Source: an optimization exercise on an open RTL-to-GDS flow (aim: small area and a short achievable clock period). Production flows keep margins and buffers that such runs may drop.
Where RTL was checked, it was by simulation tests only, not by an equivalence proof against the original.

Setup of rev 12:
## dected_codec
module dected_codec (
    input  wire        clk,
    input  wire        rst_n,
    input  wire        enc_valid,
    input  wire [63:0] enc_data,
    output wire        enc_out_valid,
    output wire [63:0] enc_out_data,
    output wire [14:0] enc_out_check,
    input  wire        dec_valid,
    input  wire [63:0] dec_data,
    input  wire [14:0] dec_check,
    output wire        dec_out_valid,
    output wire [63:0] dec_out_data,
    output wire [14:0] dec_out_check,
    output wire [1:0]  dec_out_corr,
    output wire        dec_out_ue
);
Size in the first run: about 2000 cells after synthesis, ~310 I/O pins.
==> flow/config.mk <==
export PLATFORM = sky130hd
export DESIGN_NAME = dected_codec
export DESIGN_NICKNAME = dected_codec
export VERILOG_FILES = /design/flow/design.v
export SDC_FILE = /design/flow/constraint.sdc
export NUM_CORES = 4
export LEC_CHECK = 0
export ABC_AREA = 1
export CAP_MARGIN = 20
export CORE_MARGIN = 2
export CORE_UTILIZATION = 58
export CTS_CLUSTER_DIAMETER = 60
export CTS_CLUSTER_SIZE = 16
export PLACE_DENSITY = 0.7
export SLEW_MARGIN = 20
export TNS_END_PERCENT = 0
export BUFFER_PORTS_ARGS = -buffer_cell sky130_fd_sc_hd__buf_1
export SETUP_SLACK_MARGIN = 9.7
export CTS_BUF_LIST = sky130_fd_sc_hd__clkbuf_8
==> flow/constraint.sdc <==
create_clock -name core_clock -period 13.5 [get_ports {clk}]
set_input_delay 2.7000 -clock core_clock [delete_from_list [all_inputs] [get_ports {clk}]]
set_output_delay 2.7000 -clock core_clock [all_outputs]
set_load 0.01 [all_outputs]
standard.sh (not shown) runs the stock make flow with config.mk's settings and CLKGATE_MAP_FILE= SYNTH_SCRIPT=/design/flow/synth_recipe.tcl, a recipe that flattens the netlist after the stock synthesis.
==> flow/flow/run.sh <==
#!/bin/bash
# Own flow: the standard layout (standard.sh, unchanged synthesis) with
# extra ORFS settings: small port buffers, timing repair aimed below the
# clock period, and smaller clock buffers.  The ORFS tools log to
# orfs/logs/ and standard.log; this script's own output goes to run.log.
set -e
exec > >(tee run.log) 2>&1
cat >> "$FLOW_CONFIG" <<EOC
export BUFFER_PORTS_ARGS = -buffer_cell sky130_fd_sc_hd__buf_1
export SETUP_SLACK_MARGIN = 9.7
export CTS_BUF_LIST = sky130_fd_sc_hd__clkbuf_8
EOC
bash standard.sh > standard.log 2>&1
The inputs of rev 13 differ from those of rev 12 as listed below.
--- a/flow/design.v
+++ b/flow/design.v
@@ -1306,17 +1306,18 @@
     reg  b3q_tr;
     wire b3_s3z;
     reg  b3q_s3z;
     wire [78:0] b3_r = b2q_r;  wire b3_v = b2q_v;
     assign b3_s1 = b2q_s1;
     assign b3_par = b2q_prem ^ b2q_s1[0] ^ b2q_s1[2] ^ b2q_s1[5] ^ b2q_s3[1] ^ b2q_s3[3];    
     assign b3_s3z = (b2q_s3 == 7'd0);
     wire [6:0] y;
-    dected_quad2 u_quad (.s3(b2q_s3), .z(b2q_iv), .y(y), .tr(b3_tr));
+    wire tz_unused;
+    dected_quad u_quad (.s3(b2q_s3), .inv3(b2q_iv), .y(y), .tz(tz_unused), .tr(b3_tr));
     gf128_mul u_x1 (.a(b2q_s1), .b(y), .p(b3_x1));
     reg [78:0] b3q_r;
     reg b3q_v;
     always @(posedge clk) begin
         b3q_s1 <= b3_s1;
         b3q_x1 <= b3_x1;
         b3q_par <= b3_par;
         b3q_tr <= b3_tr;
When rev 13 is measured against rev 12, its global-route track usage on met1 turns out 1.2 points lower.
Rev 13 vs rev 12, most frequent standard cell in the layout excluding fill and tap cells: sky130_fd_sc_hd__dfxtp_1 vs sky130_fd_sc_hd__nand2_1
Going from rev 12 to rev 13, the slack of the critical path was found to have gone up by 53 ps.
As far as number of cells in the finished layout apart from fillers is concerned, rev 13 and rev 12 perform about the same.
Rev 13: flow completed, timing, DRC and antenna clean
Rev 13 ends up with a number of detailed-route iterations in the first pass that is 3 lower than in rev 12.
Global-route wire length before repair, rev 13 vs rev 12: up slightly
No functional check of the RTL was part of rev 13.

---

== lane 1 ==
RTL: one of the versions met above, not the one the previous note started from.
For scale: about 360 flip-flops, ~310 I/O pins.
clock: 13.5 ns
lec_check: 0
abc_area: 1
cap_margin: 20
core_margin: 2
core_utilization: 50
cts_cluster_diameter: 60
cts_cluster_size: 16
place_density: 0.65
slew_margin: 20
tns_end_percent: 0
buffer_ports_args: -buffer_cell sky130_fd_sc_hd__buf_1
setup_slack_margin: 9.8
cts_buf_list: sky130_fd_sc_hd__clkbuf_8
==> flow/flow/run.sh <==
#!/bin/bash
# Own flow: the standard layout (standard.sh, unchanged synthesis) with
# extra ORFS settings: small port buffers, timing repair aimed below the
# clock period, and smaller clock buffers.  The ORFS tools log to
# orfs/logs/ and standard.log; this script's own output goes to run.log.
set -e
exec > >(tee run.log) 2>&1
cat >> "$FLOW_CONFIG" <<EOC
export BUFFER_PORTS_ARGS = -buffer_cell sky130_fd_sc_hd__buf_1
export SETUP_SLACK_MARGIN = 9.8
export CTS_BUF_LIST = sky130_fd_sc_hd__clkbuf_8
EOC
bash standard.sh > standard.log 2>&1
Relative to lane 1, the following input files were edited for lane 2:
--- a/flow/design.v
+++ b/flow/design.v
@@ -1302,26 +1302,25 @@
     reg  [6:0] b3q_x1;
     wire b3_par;
     reg  b3q_par;
     wire b3_tr;
     reg  b3q_tr;
     wire b3_s3z;
     reg  b3q_s3z;
     wire [78:0] b3_r = b2q_r;  wire b3_v = b2q_v;
     assign b3_s1 = b2q_s1;
     assign b3_par = b2q_prem ^ b2q_s1[0] ^ b2q_s1[2] ^ b2q_s1[5] ^ b2q_s3[1] ^ b2q_s3[3];    
     assign b3_s3z = (b2q_s3 == 7'd0);
     wire [6:0] y;
-    wire tz_unused;
-    dected_quad u_quad (.s3(b2q_s3), .inv3(b2q_iv), .y(y), .tz(tz_unused), .tr(b3_tr));
+    dected_quad2 u_quad (.s3(b2q_s3), .z(b2q_iv), .y(y), .tr(b3_tr));
     gf128_mul u_x1 (.a(b2q_s1), .b(y), .p(b3_x1));
     reg [78:0] b3q_r;
     reg b3q_v;
     always @(posedge clk) begin
         b3q_s1 <= b3_s1;
         b3q_x1 <= b3_x1;
         b3q_par <= b3_par;
         b3q_tr <= b3_tr;
         b3q_s3z <= b3_s3z;
         b3q_r <= b3_r;
         if (!rst_n) b3q_v <= 1'b0; else b3q_v <= b3_v;
     end
Notes after the runs:
When lane 2 is measured against lane 1, its sequential share of layout area turns out 1.4 points higher. NOTE: final area in lane 2 falls short of that of lane 1. For lane 2, the leading cell type in the layout, fill and taps excluded was sky130_fd_sc_hd__nand2_1, unlike lane 1, where it was sky130_fd_sc_hd__dfxtp_1. Lane 2 vs. lane 1: largest stage delay on the critical path went up by 0.04 ns. In the reports for lane 1 and lane 2, the larger cell count along the critical path belongs to lane 2. For the number of cells on the worst reg-to-reg path, lane 2 came in 15 lower than lane 1 did. Relative to lane 1, worst-case setup margin in the final layout decreased by 0.015 ns in lane 2.
No functional check of the RTL was part of lane 1.

==> what the ideal ports hide <==
How much do the figures lean on ideal ports? The routed layouts below were timed once more, with nothing changed but the port constraints.
Step 1 assumes that a clkbuf_16 drives the clock port and a buf_2 every other input.
Step 2 adds t to the input delays and takes it off the output delays; t is the mean of the earliest and latest rising clock arrival at the registers after step 1. Input paths then give back, and output paths get back, about the clock's delay inside the block.
Three values: ideal ports, drivers, drivers and shift; two values: the first two.
run | t (ns) | setup slack, ns | latest minus earliest clock arrival (ns) | worst data-port slew with drivers (ns) | pins driven straight from the clock port
rev 12 | 0.659 | 9.561 / 9.590 / 8.931 | 0.060 / 0.060 | 0.08 | 1
rev 13 | 0.645 | 9.614 / 9.564 / 9.003 | 0.079 / 0.078 | 0.06 | 1
lane 1 | 0.667 | 9.675 / 9.637 / 9.039 | 0.029 / 0.029 | 0.06 | 1
lane 2 | 0.672 | 9.660 / 9.623 / 9.020 | 0.031 / 0.031 | 0.07 | 1
After both steps every run listed still meets setup and hold. The setup slack of lane 2, which loses most, moves by -0.037 ns with the drivers and by -0.640 ns with both steps.
